This is an optimization exercise on Yosys and OpenROAD, whose aim is small area, a short achievable clock period and few clock cycles, not a production implementation. In this exercise RTL edits were held to simulation tests only and were not proved equivalent to the original. Power and IR drop assume default switching activity.

$ cat design/flow/flow/run.sh
#!/bin/bash
set -euo pipefail
bash standard.sh SETUP_SLACK_MARGIN=6.8 > standard.log 2>&1
$ cat design/flow/constraint.sdc
create_clock -name core_clock -period 10.0 [get_ports {clk}]
set_input_delay 2.0000 -clock core_clock [delete_from_list [all_inputs] [get_ports {clk}]]
set_output_delay 2.0000 -clock core_clock [all_outputs]
set_load 0.01 [all_outputs]
$ cat design/flow/standard.sh
#!/bin/bash
# synth_recipe.tcl (not shown) runs the flow's synth.tcl, then flattens the netlist and writes it again
# the make line also repeats each setting of config.mk as NAME=value (left out here)
make -C /OpenROAD-flow-scripts/flow DESIGN_CONFIG=/design/flow/config.mk WORK_HOME=/design/flow/orfs CLKGATE_MAP_FILE= SYNTH_SCRIPT=/design/flow/synth_recipe.tcl "${@:-finish}"
$ cat design/flow/design.v
module fpdivsqrt (
    input  wire        clk,
    input  wire        rst_n,
    input  wire        in_valid,
    output wire        in_ready,
    input  wire        in_op,
    input  wire [1:0]  in_rnd,
    input  wire        in_ftz,
    input  wire        in_canon,
    input  wire [31:0] in_a,
    input  wire [31:0] in_b,
    output reg         out_valid,
    output reg  [31:0] out_result,
    output reg  [5:0]  out_flags
);
    function rnd_inc;
        input [1:0] mode;
        input       s, lsb, g, st;
        begin
            case (mode)
                2'd0: rnd_inc = g && (st || lsb);
                2'd1: rnd_inc = 1'b0;
                2'd2: rnd_inc = !s && (g || st);
                default: rnd_inc = s && (g || st);
            endcase
        end
    endfunction
    reg        rdy;
    assign in_ready = rdy;
    always @(posedge clk) rdy <= rst_n;
    wire        i_v = in_valid && rdy;
    wire        i_op = in_op, i_ftz = in_ftz, i_canon = in_canon;
    wire [1:0]  i_rnd = in_rnd;
    wire [31:0] i_a = in_a, i_b = in_b;
    wire        is_sqrt = i_op;
    wire        sa = i_a[31], sb = i_b[31];
    wire [7:0]  ea_f = i_a[30:23], eb_f = i_b[30:23];
    wire [22:0] fa = i_a[22:0], fb = i_b[22:0];
    wire a_nan  = (ea_f == 8'hFF) && (fa != 0);
    wire b_nan  = !is_sqrt && (eb_f == 8'hFF) && (fb != 0);
    wire a_snan = a_nan && !fa[22];
    wire b_snan = b_nan && !fb[22];
    wire a_inf  = (ea_f == 8'hFF) && (fa == 0);
    wire b_inf  = (eb_f == 8'hFF) && (fb == 0);
    wire a_sub  = (ea_f == 8'h00) && (fa != 0);
    wire b_sub  = !is_sqrt && (eb_f == 8'h00) && (fb != 0);
    wire a_zero = (ea_f == 8'h00) && ((fa == 0) || i_ftz);
    wire b_zero = (eb_f == 8'h00) && ((fb == 0) || i_ftz);
    wire den_in = i_ftz && (a_sub || b_sub);
    wire [23:0] ma = (ea_f == 0) ? {1'b0, fa} : {1'b1, fa};
    wire [23:0] mb = (eb_f == 0) ? {1'b0, fb} : {1'b1, fb};
    wire [7:0]  ea_e = (ea_f == 0) ? 8'd1 : ea_f;
    wire [7:0]  eb_e = (eb_f == 0) ? 8'd1 : eb_f;
    reg [4:0] lza, lzb;
    integer i;
    always @(*) begin
        lza = 5'd0;
        lzb = 5'd0;
        for (i = 0; i < 24; i = i + 1) begin
            if (ma[i]) lza = 5'd23 - i[4:0];
            if (mb[i]) lzb = 5'd23 - i[4:0];
        end
    end
    wire       q_sign = is_sqrt ? sa : (sa ^ sb);
    reg        sp_sel, sp_inv, sp_dz, sp_sgn, sp_pb, sp_pz;
    reg [1:0]  sp_kind;
    always @(*) begin
        sp_sel  = 1'b1;
        sp_inv  = 1'b0;
        sp_dz   = 1'b0;
        sp_kind = 2'd0;
        sp_sgn  = q_sign;
        sp_pb   = 1'b0;
        sp_pz   = 1'b1;
        if (a_nan || b_nan) begin
            sp_kind = 2'd2;
            sp_sgn  = i_canon ? 1'b0 : (a_nan ? sa : sb);
            sp_pb   = !a_nan;
            sp_pz   = i_canon;
            sp_inv  = a_snan || b_snan;
        end else if (is_sqrt) begin
            if (a_zero)      sp_kind = 2'd0;
            else if (sa)     begin sp_kind = 2'd2; sp_sgn = 1'b0; sp_inv = 1'b1; end
            else if (a_inf)  sp_kind = 2'd1;
            else             sp_sel = 1'b0;
        end else begin
            if ((a_inf && b_inf) || (a_zero && b_zero)) begin
                sp_kind = 2'd2; sp_sgn = 1'b0; sp_inv = 1'b1;
            end else if (a_inf)         sp_kind = 2'd1;
            else if (b_inf || a_zero)   sp_kind = 2'd0;
            else if (b_zero) begin
                sp_kind = 2'd1; sp_dz = 1'b1;
            end else                    sp_sel = 1'b0;
        end
    end
    reg        c_v, c_op, c_ftz, c_sel, c_sgn, c_pb, c_pz, c_den, c_dz, c_inv;
    reg [1:0]  c_rnd, c_kind;
    reg [4:0]  c_lza, c_lzb;
    reg [7:0]  c_ea;
    reg [8:0]  c_ed;
    reg [23:0] c_ma, c_mb;
    always @(posedge clk) begin
        c_v    <= rst_n && i_v;
        c_op   <= i_op;
        c_rnd  <= i_rnd;
        c_ftz  <= i_ftz;
        c_sel  <= sp_sel;
        c_sgn  <= sp_sgn;
        c_pb   <= sp_pb;
        c_pz   <= sp_pz;
        c_kind <= sp_kind;
        c_den  <= den_in;
        c_dz   <= sp_dz;
        c_inv  <= sp_inv;
        c_lza  <= lza;
        c_lzb  <= lzb;
        c_ea   <= ea_e;
        c_ed   <= {1'b0, ea_e} - {1'b0, eb_e};
        c_ma   <= ma;
        c_mb   <= mb;
    end
    wire [23:0] na = c_ma << c_lza;
    wire [23:0] nb = c_mb << c_lzb;
    wire signed [10:0] xa = $signed({3'd0, c_ea}) - 11'sd127 - $signed({6'd0, c_lza});
    wire signed [10:0] xd = $signed({{2{c_ed[8]}}, c_ed})
                          - $signed({6'd0, c_lza}) + $signed({6'd0, c_lzb});
    wire signed [10:0] xq = c_op ? (xa >>> 1) : xd;
    wire [21:0] pay = c_pz ? 22'd0 : (c_pb ? c_mb[21:0] : c_ma[21:0]);
    reg        p_v, p_op, p_ftz, p_sel, p_sgn, p_odd;
    reg [1:0]  p_rnd;
    reg [9:0]  p_e;
    reg [22:0] p_na, p_d;
    always @(posedge clk) begin
        p_v   <= rst_n && c_v;
        p_op  <= c_op;
        p_rnd <= c_rnd;
        p_ftz <= c_ftz;
        p_sel <= c_sel;
        p_sgn <= c_sgn;
        p_odd <= xa[0];
        p_e   <= c_sel ? {5'd0, c_kind, c_den, c_dz, c_inv} : xq[9:0];
        p_na  <= na[22:0];
        p_d   <= c_sel ? {1'b0, pay} : nb[22:0];
    end
    wire [24:0] s_d1   = {1'b0, 1'b1, p_na} - {1'b0, 1'b1, p_d};    
    wire [24:0] s_d2   = {1'b1, p_na, 1'b0} - {1'b0, 1'b1, p_d};    
    wire        a_lt_b = s_d1[24];
    wire [23:0] s_diff = a_lt_b ? s_d2[23:0] : s_d1[23:0];
    wire [25:0] r_div  = {s_diff, 2'b00};
    wire [25:0] r_sqrt = p_odd ? {(p_na[22] ? 2'b10 : 2'b01), p_na[21:0], 2'b00}
                               : {2'b00, p_na, 1'b0};
    wire [9:0]  p_em1  = p_e - 10'd1;
    reg        s0_v, s0_sq, s0_ftz, s0_sel, s0_sgn;
    reg [1:0]  s0_rnd;
    reg [9:0]  s0_e;
    reg [25:0] s0_nfr;
    reg [25:0] s0_r;
    always @(posedge clk) begin
        s0_v   <= rst_n && p_v;
        s0_sq  <= p_op && !p_sel;
        s0_rnd <= p_rnd;
        s0_ftz <= p_ftz;
        s0_sel <= p_sel;
        s0_sgn <= p_sgn;
        s0_e   <= (p_op || p_sel || !a_lt_b) ? p_e : p_em1;
        s0_nfr <= (p_op && !p_sel) ? {1'b0, {25{1'b1}}} : {1'b0, ~p_d, 2'b11};
        s0_r   <= p_op ? r_sqrt : r_div;
    end
    wire [25:0] nf1 = s0_nfr & ~{2'd0, s0_sq, 23'd0};
    wire [28:0] t1x = {1'b0, s0_r, 1'b0, 1'b1} + {2'b11, nf1, 1'b1};
    wire [27:0] t1 = t1x[28:1];
    wire        b1 = !t1[27];
    wire [25:0] r2 = b1 ? t1[25:0] : {s0_r[24:0], 1'b0};
    wire [25:0] nfr2 = s0_nfr & ~{1'd0, s0_sq & b1, 24'd0};
    reg        s1_v, s1_sq, s1_ftz, s1_sel, s1_sgn;
    reg [1:0]  s1_rnd;
    reg [25:0] s1_nfr;
    reg [8:0]  s1_e;
    reg [25:0] s1_r;
    reg [0:0] s1_q;
    always @(posedge clk) begin
        s1_v   <= rst_n && s0_v;
        s1_sq <= s0_sq;
        s1_rnd <= s0_rnd;
        s1_ftz <= s0_ftz;
        s1_sel <= s0_sel;
        s1_sgn <= s0_sgn;
        s1_e <= (s0_e[9:8] == 2'b10) ? 9'h100 : (s0_e[9:8] == 2'b01) ? 9'h0FF : s0_e[8:0];
        s1_nfr <= nfr2;
        s1_r <= r2;
        s1_q <= {b1};
    end
    wire [25:0] nf2 = s1_nfr & ~{3'd0, s1_sq, 22'd0};
    wire [28:0] t2x = {1'b0, s1_r, 1'b0, 1'b1} + {2'b11, nf2, 1'b1};
    wire [27:0] t2 = t2x[28:1];
    wire        b2 = !t2[27];
    wire [25:0] r3 = b2 ? t2[25:0] : {s1_r[24:0], 1'b0};
    wire [25:0] nfr3 = s1_nfr & ~{2'd0, s1_sq & b2, 23'd0};
    reg        s2_v, s2_sq, s2_ftz, s2_sel, s2_sgn;
    reg [1:0]  s2_rnd;
    reg [25:0] s2_nfr;
    reg [8:0]  s2_e;
    reg [25:0] s2_r;
    reg [1:0] s2_q;
    always @(posedge clk) begin
        s2_v   <= rst_n && s1_v;
        s2_sq <= s1_sq;
        s2_rnd <= s1_rnd;
        s2_ftz <= s1_ftz;
        s2_sel <= s1_sel;
        s2_sgn <= s1_sgn;
        s2_e <= s1_e;
        s2_nfr <= nfr3;
        s2_r <= r3;
        s2_q <= {s1_q, b2};
    end
    wire [25:0] nf3 = s2_nfr & ~{4'd0, s2_sq, 21'd0};
    wire [28:0] t3x = {1'b0, s2_r, 1'b0, 1'b1} + {2'b11, nf3, 1'b1};
    wire [27:0] t3 = t3x[28:1];
    wire        b3 = !t3[27];
    wire [25:0] r4 = b3 ? t3[25:0] : {s2_r[24:0], 1'b0};
    wire [25:0] nfr4 = s2_nfr & ~{3'd0, s2_sq & b3, 22'd0};
    reg        s3_v, s3_sq, s3_ftz, s3_sel, s3_sgn;
    reg [1:0]  s3_rnd;
    reg [25:0] s3_nfr;
    reg [8:0]  s3_e;
    reg [25:0] s3_r;
    reg [2:0] s3_q;
    always @(posedge clk) begin
        s3_v   <= rst_n && s2_v;
        s3_sq <= s2_sq;
        s3_rnd <= s2_rnd;
        s3_ftz <= s2_ftz;
        s3_sel <= s2_sel;
        s3_sgn <= s2_sgn;
        s3_e <= s2_e;
        s3_nfr <= nfr4;
        s3_r <= r4;
        s3_q <= {s2_q, b3};
    end
    wire [25:0] nf4 = s3_nfr & ~{5'd0, s3_sq, 20'd0};
    wire [28:0] t4x = {1'b0, s3_r, 1'b0, 1'b1} + {2'b11, nf4, 1'b1};
    wire [27:0] t4 = t4x[28:1];
    wire        b4 = !t4[27];
    wire [25:0] r5 = b4 ? t4[25:0] : {s3_r[24:0], 1'b0};
    wire [25:0] nfr5 = s3_nfr & ~{4'd0, s3_sq & b4, 21'd0};
    reg        s4_v, s4_sq, s4_ftz, s4_sel, s4_sgn;
    reg [1:0]  s4_rnd;
    reg [25:0] s4_nfr;
    reg [8:0]  s4_e;
    reg [25:0] s4_r;
    reg [3:0] s4_q;
    always @(posedge clk) begin
        s4_v   <= rst_n && s3_v;
        s4_sq <= s3_sq;
        s4_rnd <= s3_rnd;
        s4_ftz <= s3_ftz;
        s4_sel <= s3_sel;
        s4_sgn <= s3_sgn;
        s4_e <= s3_e;
        s4_nfr <= nfr5;
        s4_r <= r5;
        s4_q <= {s3_q, b4};
    end
    wire [25:0] nf5 = s4_nfr & ~{6'd0, s4_sq, 19'd0};
    wire [28:0] t5x = {1'b0, s4_r, 1'b0, 1'b1} + {2'b11, nf5, 1'b1};
    wire [27:0] t5 = t5x[28:1];
    wire        b5 = !t5[27];
    wire [25:0] r6 = b5 ? t5[25:0] : {s4_r[24:0], 1'b0};
    wire [25:0] nfr6 = s4_nfr & ~{5'd0, s4_sq & b5, 20'd0};
    reg        s5_v, s5_sq, s5_ftz, s5_sel, s5_sgn;
    reg [1:0]  s5_rnd;
    reg [25:0] s5_nfr;
    reg [8:0]  s5_e;
    reg [25:0] s5_r;
    reg [4:0] s5_q;
    always @(posedge clk) begin
        s5_v   <= rst_n && s4_v;
        s5_sq <= s4_sq;
        s5_rnd <= s4_rnd;
        s5_ftz <= s4_ftz;
        s5_sel <= s4_sel;
        s5_sgn <= s4_sgn;
        s5_e <= s4_e;
        s5_nfr <= nfr6;
        s5_r <= r6;
        s5_q <= {s4_q, b5};
    end
    wire [25:0] nf6 = s5_nfr & ~{7'd0, s5_sq, 18'd0};
    wire [28:0] t6x = {1'b0, s5_r, 1'b0, 1'b1} + {2'b11, nf6, 1'b1};
    wire [27:0] t6 = t6x[28:1];
    wire        b6 = !t6[27];
    wire [25:0] r7 = b6 ? t6[25:0] : {s5_r[24:0], 1'b0};
    wire [25:0] nfr7 = s5_nfr & ~{6'd0, s5_sq & b6, 19'd0};
    reg        s6_v, s6_sq, s6_ftz, s6_sel, s6_sgn;
    reg [1:0]  s6_rnd;
    reg [25:0] s6_nfr;
    reg [8:0]  s6_e;
    reg [25:0] s6_r;
    reg [5:0] s6_q;
    always @(posedge clk) begin
        s6_v   <= rst_n && s5_v;
        s6_sq <= s5_sq;
        s6_rnd <= s5_rnd;
        s6_ftz <= s5_ftz;
        s6_sel <= s5_sel;
        s6_sgn <= s5_sgn;
        s6_e <= s5_e;
        s6_nfr <= nfr7;
        s6_r <= r7;
        s6_q <= {s5_q, b6};
    end
    wire [25:0] nf7 = s6_nfr & ~{8'd0, s6_sq, 17'd0};
    wire [28:0] t7x = {1'b0, s6_r, 1'b0, 1'b1} + {2'b11, nf7, 1'b1};
    wire [27:0] t7 = t7x[28:1];
    wire        b7 = !t7[27];
    wire [25:0] r8 = b7 ? t7[25:0] : {s6_r[24:0], 1'b0};
    wire [25:0] nfr8 = s6_nfr & ~{7'd0, s6_sq & b7, 18'd0};
    reg        s7_v, s7_sq, s7_ftz, s7_sel, s7_sgn;
    reg [1:0]  s7_rnd;
    reg [25:0] s7_nfr;
    reg [8:0]  s7_e;
    reg [25:0] s7_r;
    reg [6:0] s7_q;
    always @(posedge clk) begin
        s7_v   <= rst_n && s6_v;
        s7_sq <= s6_sq;
        s7_rnd <= s6_rnd;
        s7_ftz <= s6_ftz;
        s7_sel <= s6_sel;
        s7_sgn <= s6_sgn;
        s7_e <= s6_e;
        s7_nfr <= nfr8;
        s7_r <= r8;
        s7_q <= {s6_q, b7};
    end
    wire [25:0] nf8 = s7_nfr & ~{9'd0, s7_sq, 16'd0};
    wire [28:0] t8x = {1'b0, s7_r, 1'b0, 1'b1} + {2'b11, nf8, 1'b1};
    wire [27:0] t8 = t8x[28:1];
    wire        b8 = !t8[27];
    wire [25:0] r9 = b8 ? t8[25:0] : {s7_r[24:0], 1'b0};
    wire [25:0] nfr9 = s7_nfr & ~{8'd0, s7_sq & b8, 17'd0};
    reg        s8_v, s8_sq, s8_ftz, s8_sel, s8_sgn;
    reg [1:0]  s8_rnd;
    reg [25:0] s8_nfr;
    reg [8:0]  s8_e;
    reg [25:0] s8_r;
    reg [7:0] s8_q;
    always @(posedge clk) begin
        s8_v   <= rst_n && s7_v;
        s8_sq <= s7_sq;
        s8_rnd <= s7_rnd;
        s8_ftz <= s7_ftz;
        s8_sel <= s7_sel;
        s8_sgn <= s7_sgn;
        s8_e <= s7_e;
        s8_nfr <= nfr9;
        s8_r <= r9;
        s8_q <= {s7_q, b8};
    end
    wire [25:0] nf9 = s8_nfr & ~{10'd0, s8_sq, 15'd0};
    wire [28:0] t9x = {1'b0, s8_r, 1'b0, 1'b1} + {2'b11, nf9, 1'b1};
    wire [27:0] t9 = t9x[28:1];
    wire        b9 = !t9[27];
    wire [25:0] r10 = b9 ? t9[25:0] : {s8_r[24:0], 1'b0};
    wire [25:0] nfr10 = s8_nfr & ~{9'd0, s8_sq & b9, 16'd0};
    reg        s9_v, s9_sq, s9_ftz, s9_sel, s9_sgn;
    reg [1:0]  s9_rnd;
    reg [25:0] s9_nfr;
    reg [8:0]  s9_e;
    reg [25:0] s9_r;
    reg [8:0] s9_q;
    always @(posedge clk) begin
        s9_v   <= rst_n && s8_v;
        s9_sq <= s8_sq;
        s9_rnd <= s8_rnd;
        s9_ftz <= s8_ftz;
        s9_sel <= s8_sel;
        s9_sgn <= s8_sgn;
        s9_e <= s8_e;
        s9_nfr <= nfr10;
        s9_r <= r10;
        s9_q <= {s8_q, b9};
    end
    wire [25:0] nf10 = s9_nfr & ~{11'd0, s9_sq, 14'd0};
    wire [28:0] t10x = {1'b0, s9_r, 1'b0, 1'b1} + {2'b11, nf10, 1'b1};
    wire [27:0] t10 = t10x[28:1];
    wire        b10 = !t10[27];
    wire [25:0] r11 = b10 ? t10[25:0] : {s9_r[24:0], 1'b0};
    wire [25:0] nfr11 = s9_nfr & ~{10'd0, s9_sq & b10, 15'd0};
    reg        s10_v, s10_sq, s10_ftz, s10_sel, s10_sgn;
    reg [1:0]  s10_rnd;
    reg [25:0] s10_nfr;
    reg [8:0]  s10_e;
    reg [25:0] s10_r;
    reg [9:0] s10_q;
    always @(posedge clk) begin
        s10_v   <= rst_n && s9_v;
        s10_sq <= s9_sq;
        s10_rnd <= s9_rnd;
        s10_ftz <= s9_ftz;
        s10_sel <= s9_sel;
        s10_sgn <= s9_sgn;
        s10_e <= s9_e;
        s10_nfr <= nfr11;
        s10_r <= r11;
        s10_q <= {s9_q, b10};
    end
    wire [25:0] nf11 = s10_nfr & ~{12'd0, s10_sq, 13'd0};
    wire [28:0] t11x = {1'b0, s10_r, 1'b0, 1'b1} + {2'b11, nf11, 1'b1};
    wire [27:0] t11 = t11x[28:1];
    wire        b11 = !t11[27];
    wire [25:0] r12 = b11 ? t11[25:0] : {s10_r[24:0], 1'b0};
    wire [25:0] nfr12 = s10_nfr & ~{11'd0, s10_sq & b11, 14'd0};
    reg        s11_v, s11_sq, s11_ftz, s11_sel, s11_sgn;
    reg [1:0]  s11_rnd;
    reg [25:0] s11_nfr;
    reg [8:0]  s11_e;
    reg [25:0] s11_r;
    reg [10:0] s11_q;
    always @(posedge clk) begin
        s11_v   <= rst_n && s10_v;
        s11_sq <= s10_sq;
        s11_rnd <= s10_rnd;
        s11_ftz <= s10_ftz;
        s11_sel <= s10_sel;
        s11_sgn <= s10_sgn;
        s11_e <= s10_e;
        s11_nfr <= nfr12;
        s11_r <= r12;
        s11_q <= {s10_q, b11};
    end
    wire [25:0] nf12 = s11_nfr & ~{13'd0, s11_sq, 12'd0};
    wire [28:0] t12x = {1'b0, s11_r, 1'b0, 1'b1} + {2'b11, nf12, 1'b1};
    wire [27:0] t12 = t12x[28:1];
    wire        b12 = !t12[27];
    wire [25:0] r13 = b12 ? t12[25:0] : {s11_r[24:0], 1'b0};
    wire [25:0] nfr13 = s11_nfr & ~{12'd0, s11_sq & b12, 13'd0};
    reg        s12_v, s12_sq, s12_ftz, s12_sel, s12_sgn;
    reg [1:0]  s12_rnd;
    reg [25:0] s12_nfr;
    reg [8:0]  s12_e;
    reg [25:0] s12_r;
    reg [11:0] s12_q;
    always @(posedge clk) begin
        s12_v   <= rst_n && s11_v;
        s12_sq <= s11_sq;
        s12_rnd <= s11_rnd;
        s12_ftz <= s11_ftz;
        s12_sel <= s11_sel;
        s12_sgn <= s11_sgn;
        s12_e <= s11_e;
        s12_nfr <= nfr13;
        s12_r <= r13;
        s12_q <= {s11_q, b12};
    end
    wire [25:0] nf13 = s12_nfr & ~{14'd0, s12_sq, 11'd0};
    wire [28:0] t13x = {1'b0, s12_r, 1'b0, 1'b1} + {2'b11, nf13, 1'b1};
    wire [27:0] t13 = t13x[28:1];
    wire        b13 = !t13[27];
    wire [25:0] r14 = b13 ? t13[25:0] : {s12_r[24:0], 1'b0};
    wire [25:0] nfr14 = s12_nfr & ~{13'd0, s12_sq & b13, 12'd0};
    reg        s13_v, s13_sq, s13_ftz, s13_sel, s13_sgn;
    reg [1:0]  s13_rnd;
    reg [25:0] s13_nfr;
    reg [8:0]  s13_e;
    reg [25:0] s13_r;
    reg [12:0] s13_q;
    always @(posedge clk) begin
        s13_v   <= rst_n && s12_v;
        s13_sq <= s12_sq;
        s13_rnd <= s12_rnd;
        s13_ftz <= s12_ftz;
        s13_sel <= s12_sel;
        s13_sgn <= s12_sgn;
        s13_e <= s12_e;
        s13_nfr <= nfr14;
        s13_r <= r14;
        s13_q <= {s12_q, b13};
    end
    wire [25:0] nf14 = s13_nfr & ~{15'd0, s13_sq, 10'd0};
    wire [28:0] t14x = {1'b0, s13_r, 1'b0, 1'b1} + {2'b11, nf14, 1'b1};
    wire [27:0] t14 = t14x[28:1];
    wire        b14 = !t14[27];
    wire [25:0] r15 = b14 ? t14[25:0] : {s13_r[24:0], 1'b0};
    wire [25:0] nfr15 = s13_nfr & ~{14'd0, s13_sq & b14, 11'd0};
    reg        s14_v, s14_sq, s14_ftz, s14_sel, s14_sgn;
    reg [1:0]  s14_rnd;
    reg [25:0] s14_nfr;
    reg [8:0]  s14_e;
    reg [25:0] s14_r;
    reg [13:0] s14_q;
    always @(posedge clk) begin
        s14_v   <= rst_n && s13_v;
        s14_sq <= s13_sq;
        s14_rnd <= s13_rnd;
        s14_ftz <= s13_ftz;
        s14_sel <= s13_sel;
        s14_sgn <= s13_sgn;
        s14_e <= s13_e;
        s14_nfr <= nfr15;
        s14_r <= r15;
        s14_q <= {s13_q, b14};
    end
    wire [25:0] nf15 = s14_nfr & ~{16'd0, s14_sq, 9'd0};
    wire [28:0] t15x = {1'b0, s14_r, 1'b0, 1'b1} + {2'b11, nf15, 1'b1};
    wire [27:0] t15 = t15x[28:1];
    wire        b15 = !t15[27];
    wire [25:0] r16 = b15 ? t15[25:0] : {s14_r[24:0], 1'b0};
    wire [25:0] nfr16 = s14_nfr & ~{15'd0, s14_sq & b15, 10'd0};
    reg        s15_v, s15_sq, s15_ftz, s15_sel, s15_sgn;
    reg [1:0]  s15_rnd;
    reg [25:0] s15_nfr;
    reg [8:0]  s15_e;
    reg [25:0] s15_r;
    reg [14:0] s15_q;
    always @(posedge clk) begin
        s15_v   <= rst_n && s14_v;
        s15_sq <= s14_sq;
        s15_rnd <= s14_rnd;
        s15_ftz <= s14_ftz;
        s15_sel <= s14_sel;
        s15_sgn <= s14_sgn;
        s15_e <= s14_e;
        s15_nfr <= nfr16;
        s15_r <= r16;
        s15_q <= {s14_q, b15};
    end
    wire [25:0] nf16 = s15_nfr & ~{17'd0, s15_sq, 8'd0};
    wire [28:0] t16x = {1'b0, s15_r, 1'b0, 1'b1} + {2'b11, nf16, 1'b1};
    wire [27:0] t16 = t16x[28:1];
    wire        b16 = !t16[27];
    wire [25:0] r17 = b16 ? t16[25:0] : {s15_r[24:0], 1'b0};
    wire [25:0] nfr17 = s15_nfr & ~{16'd0, s15_sq & b16, 9'd0};
    reg        s16_v, s16_sq, s16_ftz, s16_sel, s16_sgn;
    reg [1:0]  s16_rnd;
    reg [25:0] s16_nfr;
    reg [8:0]  s16_e;
    reg [25:0] s16_r;
    reg [15:0] s16_q;
    always @(posedge clk) begin
        s16_v   <= rst_n && s15_v;
        s16_sq <= s15_sq;
        s16_rnd <= s15_rnd;
        s16_ftz <= s15_ftz;
        s16_sel <= s15_sel;
        s16_sgn <= s15_sgn;
        s16_e <= s15_e;
        s16_nfr <= nfr17;
        s16_r <= r17;
        s16_q <= {s15_q, b16};
    end
    wire [25:0] nf17 = s16_nfr & ~{18'd0, s16_sq, 7'd0};
    wire [28:0] t17x = {1'b0, s16_r, 1'b0, 1'b1} + {2'b11, nf17, 1'b1};
    wire [27:0] t17 = t17x[28:1];
    wire        b17 = !t17[27];
    wire [25:0] r18 = b17 ? t17[25:0] : {s16_r[24:0], 1'b0};
    wire [25:0] nfr18 = s16_nfr & ~{17'd0, s16_sq & b17, 8'd0};
    reg        s17_v, s17_sq, s17_ftz, s17_sel, s17_sgn;
    reg [1:0]  s17_rnd;
    reg [25:0] s17_nfr;
    reg [8:0]  s17_e;
    reg [25:0] s17_r;
    reg [16:0] s17_q;
    always @(posedge clk) begin
        s17_v   <= rst_n && s16_v;
        s17_sq <= s16_sq;
        s17_rnd <= s16_rnd;
        s17_ftz <= s16_ftz;
        s17_sel <= s16_sel;
        s17_sgn <= s16_sgn;
        s17_e <= s16_e;
        s17_nfr <= nfr18;
        s17_r <= r18;
        s17_q <= {s16_q, b17};
    end
    wire [25:0] nf18 = s17_nfr & ~{19'd0, s17_sq, 6'd0};
    wire [28:0] t18x = {1'b0, s17_r, 1'b0, 1'b1} + {2'b11, nf18, 1'b1};
    wire [27:0] t18 = t18x[28:1];
    wire        b18 = !t18[27];
    wire [25:0] r19 = b18 ? t18[25:0] : {s17_r[24:0], 1'b0};
    wire [25:0] nfr19 = s17_nfr & ~{18'd0, s17_sq & b18, 7'd0};
    reg        s18_v, s18_sq, s18_ftz, s18_sel, s18_sgn;
    reg [1:0]  s18_rnd;
    reg [25:0] s18_nfr;
    reg [8:0]  s18_e;
    reg [25:0] s18_r;
    reg [17:0] s18_q;
    always @(posedge clk) begin
        s18_v   <= rst_n && s17_v;
        s18_sq <= s17_sq;
        s18_rnd <= s17_rnd;
        s18_ftz <= s17_ftz;
        s18_sel <= s17_sel;
        s18_sgn <= s17_sgn;
        s18_e <= s17_e;
        s18_nfr <= nfr19;
        s18_r <= r19;
        s18_q <= {s17_q, b18};
    end
    wire [25:0] nf19 = s18_nfr & ~{20'd0, s18_sq, 5'd0};
    wire [28:0] t19x = {1'b0, s18_r, 1'b0, 1'b1} + {2'b11, nf19, 1'b1};
    wire [27:0] t19 = t19x[28:1];
    wire        b19 = !t19[27];
    wire [25:0] r20 = b19 ? t19[25:0] : {s18_r[24:0], 1'b0};
    wire [25:0] nfr20 = s18_nfr & ~{19'd0, s18_sq & b19, 6'd0};
    reg        s19_v, s19_sq, s19_ftz, s19_sel, s19_sgn;
    reg [1:0]  s19_rnd;
    reg [25:0] s19_nfr;
    reg [8:0]  s19_e;
    reg [25:0] s19_r;
    reg [18:0] s19_q;
    always @(posedge clk) begin
        s19_v   <= rst_n && s18_v;
        s19_sq <= s18_sq;
        s19_rnd <= s18_rnd;
        s19_ftz <= s18_ftz;
        s19_sel <= s18_sel;
        s19_sgn <= s18_sgn;
        s19_e <= s18_e;
        s19_nfr <= nfr20;
        s19_r <= r20;
        s19_q <= {s18_q, b19};
    end
    wire [25:0] nf20 = s19_nfr & ~{21'd0, s19_sq, 4'd0};
    wire [28:0] t20x = {1'b0, s19_r, 1'b0, 1'b1} + {2'b11, nf20, 1'b1};
    wire [27:0] t20 = t20x[28:1];
    wire        b20 = !t20[27];
    wire [25:0] r21 = b20 ? t20[25:0] : {s19_r[24:0], 1'b0};
    wire [25:0] nfr21 = s19_nfr & ~{20'd0, s19_sq & b20, 5'd0};
    reg        s20_v, s20_sq, s20_ftz, s20_sel, s20_sgn;
    reg [1:0]  s20_rnd;
    reg [25:0] s20_nfr;
    reg [8:0]  s20_e;
    reg [25:0] s20_r;
    reg [19:0] s20_q;
    always @(posedge clk) begin
        s20_v   <= rst_n && s19_v;
        s20_sq <= s19_sq;
        s20_rnd <= s19_rnd;
        s20_ftz <= s19_ftz;
        s20_sel <= s19_sel;
        s20_sgn <= s19_sgn;
        s20_e <= s19_e;
        s20_nfr <= nfr21;
        s20_r <= r21;
        s20_q <= {s19_q, b20};
    end
    wire [25:0] nf21 = s20_nfr & ~{22'd0, s20_sq, 3'd0};
    wire [28:0] t21x = {1'b0, s20_r, 1'b0, 1'b1} + {2'b11, nf21, 1'b1};
    wire [27:0] t21 = t21x[28:1];
    wire        b21 = !t21[27];
    wire [25:0] r22 = b21 ? t21[25:0] : {s20_r[24:0], 1'b0};
    wire [25:0] nfr22 = s20_nfr & ~{21'd0, s20_sq & b21, 4'd0};
    reg        s21_v, s21_sq, s21_ftz, s21_sel, s21_sgn;
    reg [1:0]  s21_rnd;
    reg [25:0] s21_nfr;
    reg [8:0]  s21_e;
    reg [25:0] s21_r;
    reg [20:0] s21_q;
    always @(posedge clk) begin
        s21_v   <= rst_n && s20_v;
        s21_sq <= s20_sq;
        s21_rnd <= s20_rnd;
        s21_ftz <= s20_ftz;
        s21_sel <= s20_sel;
        s21_sgn <= s20_sgn;
        s21_e <= s20_e;
        s21_nfr <= nfr22;
        s21_r <= r22;
        s21_q <= {s20_q, b21};
    end
    wire [25:0] nf22 = s21_nfr & ~{23'd0, s21_sq, 2'd0};
    wire [28:0] t22x = {1'b0, s21_r, 1'b0, 1'b1} + {2'b11, nf22, 1'b1};
    wire [27:0] t22 = t22x[28:1];
    wire        b22 = !t22[27];
    wire [25:0] r23 = b22 ? t22[25:0] : {s21_r[24:0], 1'b0};
    wire [25:0] nfr23 = s21_nfr & ~{22'd0, s21_sq & b22, 3'd0};
    reg        s22_v, s22_sq, s22_ftz, s22_sel, s22_sgn;
    reg [1:0]  s22_rnd;
    reg [25:0] s22_nfr;
    reg [8:0]  s22_e;
    reg [25:0] s22_r;
    reg [21:0] s22_q;
    always @(posedge clk) begin
        s22_v   <= rst_n && s21_v;
        s22_sq <= s21_sq;
        s22_rnd <= s21_rnd;
        s22_ftz <= s21_ftz;
        s22_sel <= s21_sel;
        s22_sgn <= s21_sgn;
        s22_e <= s21_e;
        s22_nfr <= nfr23;
        s22_r <= r23;
        s22_q <= {s21_q, b22};
    end
    wire [25:0] nf23 = s22_nfr & ~{24'd0, s22_sq, 1'd0};
    wire [28:0] t23x = {1'b0, s22_r, 1'b0, 1'b1} + {2'b11, nf23, 1'b1};
    wire [27:0] t23 = t23x[28:1];
    wire        b23 = !t23[27];
    wire [25:0] r24 = b23 ? t23[25:0] : {s22_r[24:0], 1'b0};
    wire [25:0] nfr24 = s22_nfr & ~{23'd0, s22_sq & b23, 2'd0};
    reg        s23_v, s23_sq, s23_ftz, s23_sel, s23_sgn;
    reg [1:0]  s23_rnd;
    reg [25:0] s23_nfr;
    reg [8:0]  s23_e;
    reg [25:0] s23_r;
    reg [22:0] s23_q;
    always @(posedge clk) begin
        s23_v   <= rst_n && s22_v;
        s23_sq <= s22_sq;
        s23_rnd <= s22_rnd;
        s23_ftz <= s22_ftz;
        s23_sel <= s22_sel;
        s23_sgn <= s22_sgn;
        s23_e <= s22_e;
        s23_nfr <= nfr24;
        s23_r <= r24;
        s23_q <= {s22_q, b23};
    end
    wire [25:0] nf24 = s23_nfr & ~{25'd0, s23_sq};
    wire [28:0] t24x = {1'b0, s23_r, 1'b0, 1'b1} + {2'b11, nf24, 1'b1};
    wire [27:0] t24 = t24x[28:1];
    wire        b24 = !t24[27];
    wire        stk25 = b24 ? (t24[25:0] != 26'd0) : (s23_r != 26'd0);
    wire [25:0] r25 = b24 ? t24[25:0] : {s23_r[24:0], 1'b0};
    wire [25:0] nfr25 = s23_nfr & ~{24'd0, s23_sq & b24, 1'd0};
    reg        s24_v, s24_sq, s24_ftz, s24_sel, s24_sgn;
    reg [1:0]  s24_rnd;
    reg [25:0] s24_nfr;
    wire signed [12:0] e_unb = {{4{s23_e[8]}}, s23_e};
    wire signed [12:0] dsh_raw = -13'sd126 - e_unb;
    wire [12:0] e_bias  = e_unb + 13'sd127;
    reg        s24_sub, s24_m127;
    reg [4:0]  s24_dsh;
    reg [8:0]  s24_eb;
    reg        s24_stk;
    reg [23:0] s24_q;
    always @(posedge clk) begin
        s24_v   <= rst_n && s23_v;
        s24_sq <= s23_sq;
        s24_rnd <= s23_rnd;
        s24_ftz <= s23_ftz;
        s24_sel <= s23_sel;
        s24_sgn <= s23_sgn;
        s24_sub  <= (e_unb < -13'sd126);
        s24_m127 <= (e_unb == -13'sd127);
        s24_dsh  <= (dsh_raw > 13'sd26) ? 5'd26 : dsh_raw[4:0];
        s24_eb   <= s23_sel ? {4'd0, s23_e[4:0]} : e_bias[8:0];
        s24_nfr <= nfr25;
        s24_stk <= stk25;
        s24_q <= {s23_q, b24};
    end
    wire [23:0] n_mant  = {1'b1, s24_q[23:1]};
    wire        n_guard = s24_q[0];
    wire        n_ones  = (s24_q[23:1] == 23'h7F_FFFF);
    wire        inc24   = rnd_inc(s24_rnd, s24_sgn, n_mant[0], n_guard, s24_stk);
    wire        carry24 = inc24 && n_ones;
    wire        tiny    = s24_sub && !(s24_m127 && carry24);
    wire [51:0] dext    = {n_mant, n_guard, s24_stk, 26'd0} >> s24_dsh;
    wire [23:0] d_mant  = dext[51:28];
    wire        d_guard = dext[27];
    wire        d_stk   = |dext[26:0];
    reg        u_v, u_ftz, u_sel, u_sgn, u_tiny, u_sub, u_guard, u_stk, u_ovf0, u_ovf1, u_ones;
    reg [1:0]  u_rnd;
    reg [7:0]  u_eb;
    reg [23:0] u_mant;
    always @(posedge clk) begin
        u_v     <= rst_n && s24_v;
        u_ftz   <= s24_ftz;
        u_rnd   <= s24_rnd;
        u_sel   <= s24_sel;
        u_sgn   <= s24_sgn;
        u_tiny  <= tiny;
        u_sub   <= s24_sub;
        u_guard <= s24_sub ? d_guard : n_guard;
        u_stk   <= s24_sub ? d_stk   : s24_stk;
        u_mant  <= s24_sel ? {s24_eb[4:3], ~s24_nfr[23:2]} : (s24_sub ? d_mant : n_mant);
        u_eb    <= s24_sel ? {5'd0, s24_eb[2:0]} : s24_eb[7:0];
        u_ovf0  <= (s24_eb >= 9'd255);
        u_ovf1  <= (s24_eb >= 9'd254);
        u_ones  <= n_ones && !s24_sub;    
    end
    wire         inexact = u_guard || u_stk;
    wire         inc     = rnd_inc(u_rnd, u_sgn, u_mant[0], u_guard, u_stk);
    wire [24:0]  m_inc   = {1'b0, u_mant} + 25'd1;
    wire [24:0]  r_mant  = inc ? m_inc : {1'b0, u_mant};
    wire         cy      = inc && u_ones;    
    wire [7:0]   eb_inc  = u_eb + 8'd1;
    wire [7:0]   e_b     = u_sub ? {7'd0, r_mant[23]} : (cy ? eb_inc : u_eb);
    wire [22:0]  frac    = cy ? 23'd0 : r_mant[22:0];
    wire         ovf     = !u_sub && (cy ? u_ovf1 : u_ovf0);
    wire         to_max  = (u_rnd == 2'd1) || (u_rnd == 2'd3 && !u_sgn) || (u_rnd == 2'd2 && u_sgn);
    reg [31:0] res;
    reg [5:0]  flg;    
    always @(*) begin
        flg = 6'd0;
        if (u_sel) begin
            case (u_mant[23:22])
                2'd0:    res = {u_sgn, 31'd0};
                2'd1:    res = {u_sgn, 8'hFF, 23'd0};
                default: res = {u_sgn, 8'hFF, 1'b1, u_mant[21:0]};
            endcase
            flg[5] = u_eb[2];
            flg[1] = u_eb[1];
            flg[0] = u_eb[0];
        end else if (u_ftz && u_tiny) begin
            res = {u_sgn, 31'd0};
            flg[4:3] = 2'b11;
            flg[5] = 1'b1;
        end else if (ovf) begin
            res = to_max ? {u_sgn, 8'hFE, 23'h7F_FFFF} : {u_sgn, 8'hFF, 23'd0};
            flg[4] = 1'b1;
            flg[2] = 1'b1;
        end else begin
            res = {u_sgn, e_b, frac};
            flg[4] = inexact;
            flg[3] = u_tiny && inexact;
        end
    end
    always @(posedge clk) begin
        out_valid  <= rst_n && u_v;
        out_result <= res;
        out_flags  <= flg;
    end
endmodule
$ cat design/flow/config.mk
export PLATFORM = sky130hd
export DESIGN_NAME = fpdivsqrt
export DESIGN_NICKNAME = fpdivsqrt
export VERILOG_FILES = /design/flow/design.v
export SDC_FILE = /design/flow/constraint.sdc
export NUM_CORES = 4
export LEC_CHECK = 0
export CAP_MARGIN = 50
export CORE_MARGIN = 2
export CORE_UTILIZATION = 40
export CTS_CLUSTER_DIAMETER = 100
export CTS_CLUSTER_SIZE = 30
export SLEW_MARGIN = 70
export TNS_END_PERCENT = 100
==> results.sh, run 1 <==
export IMPL_min_period_ns=3.440
export IMPL_synth_edf_count=0
export IMPL_nFillCells=19470
export IMPL_internal_power_mw=22.32
export IMPL_leakagePower_nw=39.52
export IMPL_worstPathMaxFanout=3
export IMPL_yosysTopAreaCellShare_pct=49.95
export IMPL_maxSlewHeadroom_pct=59.52
export IMPL_die_area_um2=213700
export IMPL_drive_gt1_share_pct=13.53
export IMPL_startpoint_type="input port"
export IMPL_grt_pass1_wl_mm=305.8
export IMPL_synth_cell_types=90
export IMPL_synth_common_cells="dfxtp_1 (2096), a21oi_1 (685), ha_1 (609), nor2_1 (597), nand2_1 (564)"
export IMPL_reg_top3="out_result (32), s0_r (25), s23_r (25)"
export IMPL_ant_nets=0
export IMPL_maxSlewViolCount=0
export IMPL_io_pins=112
export IMPL_h_tree_depth=3
export IMPL_synth_warnings=1
export IMPL_first_global_vias=57530
export IMPL_routed_via_count=59340
export IMPL_arrival_ns=4.11
export IMPL_synth_fp_nets=9066
export IMPL_drtPass1Iterations=6
export IMPL_synth_area_um2=84010
export IMPL_die_w_um=462.3
export IMPL_pwr_share_clk_pct=11.9
export IMPL_crit_required_ns=10.67
export IMPL_p_per_area_nw_per_um2=391.9
export IMPL_comb_power_share_pct=52.9
export IMPL_synthFlopType="dfxtp_1"
export IMPL_area_growth_pct=13.73
export IMPL_cts_num_sinks=2096
export IMPL_switching_share_pct=40.37
export IMPL_antenna_found_initial=8
export IMPL_top_register="out_result"
export IMPL_cts_inserted_buffers=87
export IMPL_fin_ws_ns=6.560
export IMPL_fin_crit_sh_pct=34.40
export IMPL_postSynth_asyncResetShare_pct=0
export IMPL_setup_tns_ns=0
export IMPL_drt_iter0_drc=3847
export IMPL_crit_chain="clkdlybuf4s50_1, nor2_2, and3_4, and4_4, nor2_1, o31a_1, o22ai_2, nand2b_4, o32ai_2, a22o_1"
export IMPL_syn_inst=8353
export IMPL_tightest_slew_ns=0.6025
export IMPL_synth_most_common_cell="dfxtp_1"
export IMPL_yosysSeqAreaShare_pct=49.95
export IMPL_nets=9278
export IMPL_cap_violations=0
export IMPL_gp_congestion=0.8641
export IMPL_totalWireLength_mm=196.6
export IMPL_final_setup_viol_count=0
export IMPL_core_area_um2=209200
export IMPL_yosys_top_cells_area="dfxtp_1 (50%), ha_1 (9.1%), a21oi_1 (4.1%)"
export IMPL_avgSynthCellArea_um2=10.06
export IMPL_synth_seq_cells=2096
export IMPL_fin_hold_ws_ns=0.3114
export IMPL_hold_buffers=0
export IMPL_crit_type="input port to flop"
export IMPL_post_route_cell_area_um2=95540
export IMPL_hold_viol_final=0
export IMPL_die_h_um=462.3
export IMPL_hpwl_mm=143.2
export IMPL_grt_max_degree=51
export IMPL_io_buffers=111
export IMPL_drc=0
export IMPL_insertion_delay_ns=0.78
export IMPL_rsz0062_at_grt="yes"
export IMPL_finalPower_mw=37.44
export IMPL_p_seq_share_pct=35.3
export IMPL_std_cell_rows=168
export IMPL_hold_class="flop to flop"
export IMPL_pre_cts_ws_ns=5.262
export IMPL_initial_utilization_pct=40.17
export IMPL_p_switching_mw=15.11
export IMPL_peakVddDrop_uv=204.0
export IMPL_cts_path_max_buffers=3
export IMPL_end_kind="flop"
export IMPL_wl_per_cell_um=17.21
export IMPL_postPlaceCellArea_um2=88850
export IMPL_largest_register_ffs=32
export IMPL_status="no timing/DRC/antenna violations"
export IMPL_cts_root_buf="clkbuf_16"
export IMPL_max_freq_mhz=290.7
export IMPL_slowest_delay_ns=0.46
export IMPL_clk_pin_slew_ns=0.11
export IMPL_cp_slowest_cell="clkdlybuf4s50_1"
export IMPL_drt_vias_per_instance=5.193
export IMPL_track_usage_pct=17.43
export IMPL_overflow=0
export IMPL_cts_tree="done"
export IMPL_synth_area_leader_cell="dfxtp_1"
export IMPL_skew_ns=0.04091
## critical path: cells and delay by family
family,cells,cell delay [ns]
AND/OR/NAND/NOR,5,0.88
buffers and inverters,1,0.46
AO/OA/AOI/OAI,4,0.78
## path summary, 6_finish.rpt
| kind | start | depth (start not counted) | slack [ns] | to |
|---|---|---|---|---|
| worst min register to register | s18_q[14] | 0 | 0.31 | s19_q[15] |
| worst max register to register | s22_r[7] | 12 | 6.63 | s23_r[21] |
| worst max-delay path | in_a[5] | 10 | 6.56 | c_sgn |
| worst min-delay path | s18_q[14] | 0 | 0.31 | s19_q[15] |
## cell families (layout without fill, tap and decap cells)
kind of cell             Yosys count  after routing  share of synthesized area (%)
other                              0             23                              0
AND/OR/NAND/NOR                 2013           2013                          11.28
XOR/XNOR                         494            494                          5.150
AO/OA/AOI/OAI                   2221           2223                          16.52
multiplexers                     352            352                          4.782
adder cells (fa/ha/maj)          649            649                          9.928
flip-flops                      2096           2096                          49.95
buffers and inverters            528            771                          2.389
## metal layers
| layer | GRT usage (%) | wire length, um |
|---|---|---|
| met3 | 1.701 | 6798 |
| met4 | 5.168 | 4781 |
| met1 | 23.36 | 92820 |
| met2 | 29.63 | 92200 |
| met5 | 0 | 0 |
## cell type report
type	count	area, um2	area share (%)
well taps	2805	3510	3.673
clock inverters	31	516.7	0.5409
diodes	23	57.56	0.06024
inverters	326	1266	1.325
flip-flops and latches	2096	42110	44.07
repair buffers	322	3227	3.377
repair inverters	1	11.26	0.01179
multi-input cells	5731	42650	44.64
clock buffers	91	2192	2.294
## power by group through the flow
stage                     registers [mW]  logic [mW]  clock network, mW
final                               13.2        19.8               4.44
after global placement              13.3        16.6                  0
after global routing                13.5        21.9               4.94
after CTS                           13.2        18.2               4.64
after detailed placement            13.4        17.1                  0
after floorplan                     12.5        13.6                  0
## per-stage QoR
step           utilization (%)  instances
3_5_place_dp             42.48      11110
6_report                 45.68      11430
3_3_place_gp             42.22      11100
2_1_floorplan                -       8353
4_1_cts                  44.51      11300
5_1_grt                  45.68      11420
## cell usage in the layout, fill, tap and decap left out, types with 52 or more instances in the layout
master     synthesis  layout
nand3_1          114     108
o21ai_0          548     477
clkbuf_16          0     100
and3_1            54      52
mux2_2           194     194
dfxtp_1         2096    2001
xnor2_1          286     286
nor2_1           597     582
nand2_1          564     538
o21bai_1          62      61
mux2i_1          137     133
dfxtp_2            0      83
inv_1            321     307
a21oi_1          685     633
a211oi_1          99      81
a21o_1           209     206
nor2b_1          122     115
nor3_1           147     134
o21a_1           126     123
xor2_1           208     208
and2_1            78      73
nand2b_1         106     101
ha_1             609     572
buf_4              0     139
## what timing repair did
item,CTS,global route
gates resized for setup,560,354
pin swaps,91,170
endpoints found under the hold margin,0,0
gates cloned,7,18
buffers inserted,60,84
setup endpoints to repair,516,510
Testbench counts, summed over its fixed seeds: cycles 5,024.
==> inputs of run 2 (changes only) <==
==> design/flow/flow/run.sh (replaced) <==
#!/bin/bash
set -euo pipefail
bash standard.sh SETUP_SLACK_MARGIN=6.5 > standard.log 2>&1
==> run 2 against run 1 <==
Critical path type unchanged. Synthesized cell count unchanged. Utilization decreased by 1.3 points. Setup slack worse by 0.17 ns. Register-to-register slack got worse by 0.18 ns. Clock skew rose by 0.0070 ns.
==> results.sh, run 2 <==
export IMPL_dp_cells=11110
export IMPL_p_per_area_nw_per_um2=383.2
export IMPL_drc=0
export IMPL_mostFrequentLayoutCells="dfxtp_1 (2068), a21oi_1 (660), ha_1 (603), nor2_1 (588), nand2_1 (546)"
export IMPL_gp_congestion=0.8671
export IMPL_arrival_ns=4.27
export IMPL_fin_ws_ns=6.392
export IMPL_synth_area_um2=84010
export IMPL_die_h_um=462.3
export IMPL_final_setup_viol_count=0
export IMPL_worstPathMaxFanout=4
export IMPL_maxSlewViolCount=0
export IMPL_max_freq_mhz=277.2
export IMPL_io_buffers=111
export IMPL_grt_pass1_wl_mm=297.6
export IMPL_die_w_um=462.3
export IMPL_pwr_share_clk_pct=12.4
export IMPL_postPlaceCellArea_um2=88830
export IMPL_hold_buffers=0
export IMPL_p_seq_share_pct=36.9
export IMPL_setup_tns_ns=0
export IMPL_whs_path_depth=0
export IMPL_postSynth_asyncResetShare_pct=0
export IMPL_cts_inserted_buffers=87
export IMPL_ant_nets=0
export IMPL_leakagePower_nw=38.75
export IMPL_std_cell_rows=168
export IMPL_nets=9149
export IMPL_largest_register_ffs=32
export IMPL_synth_common_cells="dfxtp_1 (2096), a21oi_1 (685), ha_1 (609), nor2_1 (597), nand2_1 (564)"
export IMPL_tightest_slew_ns=0.4702
export IMPL_reg2regPathDepth=12
export IMPL_antenna_found_initial=5
export IMPL_end_kind="flop"
export IMPL_hold_viol_final=0
export IMPL_drt_vias_per_instance=5.159
export IMPL_hpwl_mm=142.5
export IMPL_avgSynthCellArea_um2=10.06
export IMPL_initial_utilization_pct=40.17
export IMPL_p_switching_mw=14.29
export IMPL_core_area_um2=209200
export IMPL_synthFlopType="dfxtp_1"
export IMPL_hp_start="s1_q"
export IMPL_first_global_vias=56540
export IMPL_maxSlewHeadroom_pct=68.37
export IMPL_die_area_um2=213700
export IMPL_nFillCells=19710
export IMPL_synth_edf_count=0
export IMPL_stdcell_count=11300
export IMPL_cap_violations=0
export IMPL_pre_cts_ws_ns=5.264
export IMPL_rsz0062_at_grt="yes"
export IMPL_top_register="out_result"
export IMPL_crit_type="input port to flop"
export IMPL_skew_ns=0.04794
export IMPL_status="no timing/DRC/antenna violations"
export IMPL_yosysSeqAreaShare_pct=49.95
export IMPL_insertion_delay_ns=0.79
export IMPL_cts_num_sinks=2096
export IMPL_area_growth_pct=10.58
export IMPL_cp_num_buf_inv=1
export IMPL_totalWireLength_mm=187.7
export IMPL_cp_depth=11
export IMPL_peakVddDrop_uv=171.3
export IMPL_crit_required_ns=10.66
export IMPL_wl_per_cell_um=16.62
export IMPL_h_tree_depth=3
export IMPL_drive_gt1_share_pct=8.839
export IMPL_routed_via_count=58280
export IMPL_synth_warnings=1
export IMPL_synth_area_leader_cell="dfxtp_1"
export IMPL_fin_crit_sh_pct=36.08
export IMPL_min_period_ns=3.608
export IMPL_overflow=0
export IMPL_critPathLaunch="in_a[5]"
export IMPL_io_pins=112
export IMPL_rr_startpoint="s22_r[2]"
export IMPL_comb_power_share_pct=50.7
export IMPL_slowest_delay_ns=0.44
export IMPL_synth_seq_cells=2096
export IMPL_fin_util_pct=44.42
export IMPL_clk_pin_slew_ns=0.10
export IMPL_cts_tree="done"
export IMPL_synth_fp_nets=9066
export IMPL_cp_slowest_cell="clkdlybuf4s50_1"
export IMPL_cts_root_buf="clkbuf_16"
export IMPL_layout_commonest_cell="dfxtp_1"
export IMPL_drtPass1Iterations=5
export IMPL_drt_iter0_drc=3646
export IMPL_cts_path_max_buffers=3
export IMPL_yosys_top_cells_area="dfxtp_1 (50%), ha_1 (9.1%), a21oi_1 (4.1%)"
export IMPL_yosysTopAreaCellShare_pct=49.95
export IMPL_switching_share_pct=40.13
export IMPL_crit_chain="clkdlybuf4s50_1, nor2_1, and3_4, and4_2, and2_1, nand3_1, o31a_1, o22ai_2, nand2b_4, o32ai_1, a22o_1"
export IMPL_cpLargestDelayFamily="simple AND/OR/NAND/NOR gates"
export IMPL_synth_most_common_cell="dfxtp_1"
export IMPL_synth_cell_types=90
export IMPL_post_route_cell_area_um2=92900
export IMPL_startpoint_type="input port"
export IMPL_grt_max_degree=51
export IMPL_internal_power_mw=21.31
export IMPL_syn_inst=8353
export IMPL_track_usage_pct=16.95
export IMPL_reg_top3="out_result (32), s0_r (25), s23_r (25)"
export IMPL_hold_class="flop to flop"
-- run 2: cell count changes in the layout (fill, tap and decap cells not counted), sizes merged, moves of 2 or more --
| cell | change |
|---|---|
| diode | -5 |
| clkdlybuf4s50 | +12 |
| clkinvlp | -2 |
| buf | -174 |
| clkbuf | -13 |
| clkdlybuf4s15 | -6 |
| clkinv | +4 |
| dlygate4sd2 | +35 |
| dlymetal6s2s | +21 |
-- run 2: power groups by stage --
stage | clock [mW] | sequential, mW | combinational, mW
after floorplan | 0 | 12.5 | 13.6
after global placement | 0 | 13.3 | 16.5
after detailed placement | 0 | 13.4 | 17.1
after CTS | 4.64 | 13.2 | 17.4
after global routing | 4.93 | 13.4 | 20.1
final | 4.42 | 13.1 | 18.1
-- run 2: final cells by class --
| type | instances | area (um2) | area share, % |
|---|---|---|---|
| antenna | 18 | 45.04 | 0.04849 |
| clock inverter | 34 | 523.0 | 0.5630 |
| clock buffer | 93 | 2210 | 2.379 |
| sequential | 2096 | 42010 | 45.23 |
| timing repair buffer | 194 | 2006 | 2.159 |
| inverter | 326 | 1247 | 1.343 |
| tap | 2805 | 3510 | 3.778 |
| timing repair inverter | 1 | 8.758 | 0.009428 |
| multi-input combinational | 5730 | 41330 | 44.49 |
-- run 2: what timing repair did --
item,4_1_cts,5_1_grt
endpoints found under the setup margin,208,274
gates resized for setup,92,178
buffers inserted,11,18
pin swaps,19,58
endpoints found under the hold margin,0,0
cloned,2,6
-- run 2: kinds of logic after synthesis --
group / Yosys count / synth area share (%)
compound gates: 2221 / 16.52
xor+xnor: 494 / 5.150
fa+ha+maj: 649 / 9.928
buf+inv: 528 / 2.389
flops: 2096 / 49.95
mux: 352 / 4.782
simple gates: 2013 / 11.28
-- run 2: layer usage --
| layer | track usage, % | part of all wire (%) | vias up |
|---|---|---|---|
| met4 | 4.691 | 2.5 | 0 |
| met1 | 22.69 | 47 | 27500 |
| met5 | 0 | 0 | - |
| met2 | 28.90 | 47 | 952 |
| met3 | 1.800 | 3.4 | 203 |
| li1 | - | - | 29630 |
-- run 2: worst paths after layout --
path / to / slack (ns)
max reg2reg: s23_r[21] / 6.45
max: c_sgn / 6.39
min reg2reg: s2_q[1] / 0.32
min: s2_q[1] / 0.32
-- run 2: per-stage QoR --
step                      power, mW  hold slack, ns
after floorplan               26.06          0.3096
after global placement        29.86          0.3096
after detailed placement      30.43          0.3120
after CTS                     35.19          0.3166
after global routing          38.51          0.3108
final                         35.60          0.3155
==> inputs of run 3 (changes only) <==
--- a/design/flow/design.v
+++ b/design/flow/design.v
@@ -61,31 +61,31 @@
             if (mb[i]) lzb = 5'd23 - i[4:0];
         end
     end
-    wire       q_sign = is_sqrt ? sa : (sa ^ sb);
-    reg        sp_sel, sp_inv, sp_dz, sp_sgn, sp_pb, sp_pz;
+    reg        sp_sel, sp_inv, sp_dz, sp_pb, sp_pz;
+    reg [1:0]  sp_ss;
     reg [1:0]  sp_kind;
     always @(*) begin
         sp_sel  = 1'b1;
         sp_inv  = 1'b0;
         sp_dz   = 1'b0;
         sp_kind = 2'd0;
-        sp_sgn  = q_sign;
+        sp_ss   = is_sqrt ? 2'd1 : 2'd3;
         sp_pb   = 1'b0;
         sp_pz   = 1'b1;
         if (a_nan || b_nan) begin
             sp_kind = 2'd2;
-            sp_sgn  = i_canon ? 1'b0 : (a_nan ? sa : sb);
+            sp_ss   = i_canon ? 2'd0 : (a_nan ? 2'd1 : 2'd2);
             sp_pb   = !a_nan;
             sp_pz   = i_canon;
             sp_inv  = a_snan || b_snan;
         end else if (is_sqrt) begin
             if (a_zero)      sp_kind = 2'd0;
-            else if (sa)     begin sp_kind = 2'd2; sp_sgn = 1'b0; sp_inv = 1'b1; end
+            else if (sa)     begin sp_kind = 2'd2; sp_ss = 2'd0; sp_inv = 1'b1; end
             else if (a_inf)  sp_kind = 2'd1;
             else             sp_sel = 1'b0;
         end else begin
             if ((a_inf && b_inf) || (a_zero && b_zero)) begin
-                sp_kind = 2'd2; sp_sgn = 1'b0; sp_inv = 1'b1;
+                sp_kind = 2'd2; sp_ss = 2'd0; sp_inv = 1'b1;
             end else if (a_inf)         sp_kind = 2'd1;
             else if (b_inf || a_zero)   sp_kind = 2'd0;
             else if (b_zero) begin
@@ -93,7 +93,8 @@
             end else                    sp_sel = 1'b0;
         end
     end
-    reg        c_v, c_op, c_ftz, c_sel, c_sgn, c_pb, c_pz, c_den, c_dz, c_inv;
+    reg        c_v, c_op, c_ftz, c_sel, c_sa, c_sb, c_pb, c_pz, c_den, c_dz, c_inv;
+    reg [1:0]  c_ss;
     reg [1:0]  c_rnd, c_kind;
     reg [4:0]  c_lza, c_lzb;
     reg [7:0]  c_ea;
@@ -105,7 +106,9 @@
         c_rnd  <= i_rnd;
         c_ftz  <= i_ftz;
         c_sel  <= sp_sel;
-        c_sgn  <= sp_sgn;
+        c_ss   <= sp_ss;
+        c_sa   <= sa;
+        c_sb   <= sb;
         c_pb   <= sp_pb;
         c_pz   <= sp_pz;
         c_kind <= sp_kind;
@@ -136,7 +139,7 @@
         p_rnd <= c_rnd;
         p_ftz <= c_ftz;
         p_sel <= c_sel;
-        p_sgn <= c_sgn;
+        p_sgn <= (c_ss[0] & c_sa) ^ (c_ss[1] & c_sb);
         p_odd <= xa[0];
         p_e   <= c_sel ? {5'd0, c_kind, c_den, c_dz, c_inv} : xq[9:0];
         p_na  <= na[22:0];
==> run 3 against run 2 <==
Clock power hardly changed. Fmax up 4.4%. Largest power group unchanged. Flip-flop and latch count up 3. Wire length hardly changed. Setup slack better by 0.15 ns.
==> results.sh, run 3 <==
export IMPL_cts_root_buf="clkbuf_16"
export IMPL_initial_utilization_pct=40.27
export IMPL_grt_max_degree=52
export IMPL_overflow=0
export IMPL_layout_commonest_cell="dfxtp_1"
export IMPL_leakagePower_nw=39.13
export IMPL_synth_most_common_cell="dfxtp_1"
export IMPL_crit_required_ns=10.63
export IMPL_maxSlewHeadroom_pct=69.03
export IMPL_die_h_um=463.3
export IMPL_drive_gt1_share_pct=9.715
export IMPL_io_buffers=111
export IMPL_postSynth_asyncResetShare_pct=0
export IMPL_crit_chain="inv_1, fa_2, xnor2_2, o311ai_2, a2111oi_4, o2111ai_1, a211o_1, or4_1, or4_4, a2111oi_4, a41oi_1"
export IMPL_hold_viol_final=0
export IMPL_crit_type="flop to flop"
export IMPL_nets=9132
export IMPL_synthFlopType="dfxtp_1"
export IMPL_track_usage_pct=16.74
export IMPL_io_pins=112
export IMPL_skew_ns=0.04336
export IMPL_largest_register_ffs=32
export IMPL_avgSynthCellArea_um2=10.18
export IMPL_fin_hold_ws_ns=0.3172
export IMPL_pre_cts_ws_ns=5.382
export IMPL_setup_tns_ns=0
export IMPL_clk_pin_slew_ns=0.10
export IMPL_first_global_vias=57090
export IMPL_drt_iter0_drc=3030
export IMPL_synth_xor_area_share_pct=5.313
export IMPL_tightest_slew_ns=0.4614
export IMPL_synth_top_family_by_area="compound AO/OA/AOI/OAI gates"
export IMPL_synth_edf_count=0
export IMPL_die_w_um=463.3
export IMPL_synth_common_cells="dfxtp_1 (2099), a21oi_1 (642), ha_1 (609), nor2_1 (599), nand2_1 (547)"
export IMPL_reg_top3="out_result (32), s0_r (25), s23_r (25)"
export IMPL_cts_tree="done"
export IMPL_rsz0062_at_grt="yes"
export IMPL_synth_mux_area_share_pct=5.935
export IMPL_die_area_um2=214700
export IMPL_fin_ws_ns=6.545
export IMPL_fin_crit_sh_pct=34.55
export IMPL_h_tree_depth=3
export IMPL_cts_num_sinks=2099
export IMPL_mostFrequentLayoutCells="dfxtp_1 (2074), a21oi_1 (619), ha_1 (601), nor2_1 (596), nand2_1 (539)"
export IMPL_wl_per_cell_um=16.67
export IMPL_arrival_ns=4.08
export IMPL_core_area_um2=209600
export IMPL_synth_fp_nets=9003
export IMPL_hold_class="flop to flop"
export IMPL_max_freq_mhz=289.5
export IMPL_slowest_delay_ns=0.51
export IMPL_p_switching_mw=14.00
export IMPL_peakVddDrop_uv=141.4
export IMPL_worstPathMaxFanout=3
export IMPL_yosys_top_cells_area="dfxtp_1 (50%), ha_1 (9.0%), a21oi_1 (3.8%)"
export IMPL_switching_share_pct=39.43
export IMPL_end_kind="flop"
export IMPL_antenna_found_initial=7
export IMPL_synth_warnings=1
export IMPL_cp_slowest_cell="or4_1"
export IMPL_yosysTopAreaCellShare_pct=49.79
export IMPL_post_route_cell_area_um2=93480
export IMPL_nFillCells=19830
export IMPL_drc=0
export IMPL_startpoint_type="flop"
export IMPL_synthAdderAreaFrac_pct=9.883
export IMPL_std_cell_rows=168
export IMPL_routed_via_count=58090
export IMPL_ant_nets=0
export IMPL_drt_vias_per_instance=5.159
export IMPL_grt_pass1_wl_mm=298.4
export IMPL_hpwl_mm=141.7
export IMPL_synth_cell_types=97
export IMPL_top_register="out_result"
export IMPL_p_seq_share_pct=36.9
export IMPL_status="no timing/DRC/antenna violations"
export IMPL_cap_violations=0
export IMPL_final_setup_viol_count=0
export IMPL_synth_seq_cells=2099
export IMPL_cts_inserted_buffers=87
export IMPL_synth_compound_area_share_pct=15.67
export IMPL_cts_path_max_buffers=3
export IMPL_crit_top_cell="a2111oi_4"
export IMPL_gp_congestion=0.8677
export IMPL_area_growth_pct=10.77
export IMPL_yosysSeqAreaShare_pct=49.79
export IMPL_postPlaceCellArea_um2=89440
export IMPL_synth_area_um2=84390
export IMPL_comb_power_share_pct=50.6
export IMPL_synth_area_leader_cell="dfxtp_1"
export IMPL_synthSimpleGateAreaFrac_pct=11.11
export IMPL_drtPass1Iterations=8
export IMPL_p_per_area_nw_per_um2=379.7
export IMPL_min_period_ns=3.455
export IMPL_syn_inst=8290
export IMPL_pwr_share_clk_pct=12.4
export IMPL_internal_power_mw=21.50
export IMPL_totalWireLength_mm=187.7
export IMPL_insertion_delay_ns=0.78
export IMPL_maxSlewViolCount=0
-- run 3: cell types whose count changed after synthesis, moves of 13 or more --
| cell | delta |
|---|---|
| a21o_1 | +14 |
| inv_1 | -18 |
| mux2_2 | +67 |
| mux2i_1 | +18 |
| o21bai_1 | -16 |
| nand2_1 | -17 |
| a21oi_1 | -43 |
| a211o_1 | -14 |
| mux2_1 | +13 |
| xnor2_1 | +33 |
| xor2_1 | -15 |
| clkbuf_1 | -25 |
| o21ai_0 | -44 |
-- run 3: per-stage QoR --
step	std cells	util, %	power [mW]
finish	11260	44.61	35.49
global route	11260	44.60	38.42
CTS	11200	44.07	35.10
detailed placement	11070	42.68	30.47
global placement	11040	42.29	29.78
floorplan	8290	-	26.10
-- run 3: per-layer routing --
layer | share of wire, % | track usage (%) | vias to the layer above
met4 | 1.8 | 3.927 | 0
met5 | 0 | 0 | -
met3 | 3.4 | 1.778 | 185
li1 | - | - | 29430
met2 | 49 | 29.70 | 895
met1 | 46 | 21.70 | 27580
-- run 3: power by group through the flow --
stage	Combinational, mW	Sequential [mW]	Clock (mW)
2_1_floorplan	13.6	12.5	0
3_3_place_gp	16.5	13.3	0
3_5_place_dp	17.1	13.3	0
4_1_cts	17.3	13.2	4.62
5_1_grt	20.1	13.4	4.90
6_report	18.0	13.1	4.41
-- run 3: kinds of logic (layout without fill, tap and decap cells) --
| group | after synthesis | after routing |
|---|---|---|
| DFF | 2099 | 2099 |
| other | 0 | 3 |
| AOI/OAI and AO/OA | 2094 | 2097 |
| xor gates and xnor gates | 512 | 512 |
| buffers and inverters | 501 | 659 |
| adders and majority gates | 649 | 649 |
| and+or+nand+nor | 1989 | 1989 |
| muxes | 446 | 446 |
-- run 3: critical path, delay by kind of cell, from the launching register on --
kind / cells / cell delay, ns
flops: 1 / 0.38
simple gates: 2 / 0.97
fa+ha+maj: 1 / 0.41
buf+inv: 1 / 0.06
compound gates: 6 / 1.26
xor+xnor: 1 / 0.24
-- run 3: final timing paths --
kind            start       end  slack [ns]  cells after the start
max            s23_sq   s24_stk        6.55                     11
min          s22_e[0]  s23_e[0]        0.32                      0
max reg2reg    s23_sq   s24_stk        6.55                     11
min reg2reg  s22_e[0]  s23_e[0]        0.32                      0
-- run 3: cell type report --
class                           instances  area [um2]  area share, %
Multi-Input combinational cell       5693       41830          44.74
Clock inverter                         27       415.4         0.4444
Sequential cell                      2099       42070          45.00
Tap cell                             2805        3510          3.754
Clock buffer                           94        2277          2.436
Antenna cell                            3       7.507       0.008031
Timing Repair Buffer                  227        2188          2.341
Inverter                              311        1191          1.274
-- run 3: repair_timing --
action,in CTS,in global routing
endpoints found under the setup margin,176,233
buffers inserted,12,50
hold buffers,0,0
pin swaps,16,56
gates cloned,2,4
gates resized for setup,86,113
Testbench counts of run 3, summed over its fixed seeds: cycles 5,024.

afterwards: timing with drivers on the ports:
How much do the figures lean on ideal ports? The routed layouts below were timed once more, with nothing changed but the port constraints.
Step 1: set_driving_cell puts a clkbuf_16 on clk and a buf_2 on each other input, an assumption about the parent block.
Step 2 times the ports against the registers' clock, not the clock port: input delays grow and output delays shrink by t, the midpoint of the rising clock arrivals with the driver on.
Slacks: ideal ports / drivers / drivers and shift; pairs: ideal ports / drivers.
run	t, ns	slack for setup (ns)	worst setup path at the end	slew at the worst register clock pin (ns)	worst slew at a driven data input, ns
run 1	0.839	6.560 / 6.622 / 5.782	input to register	0.12 / 0.12	0.06
run 2	0.849	6.392 / 6.448 / 5.605	input to register	0.12 / 0.12	0.07
run 3	0.837	6.545 / 6.531 / 5.823	input to register	0.11 / 0.11	0.05
After both steps every run listed still meets setup and hold. For run 2, which loses most, drivers alone change the setup slack by +0.056 ns; drivers and shift together by -0.787 ns.
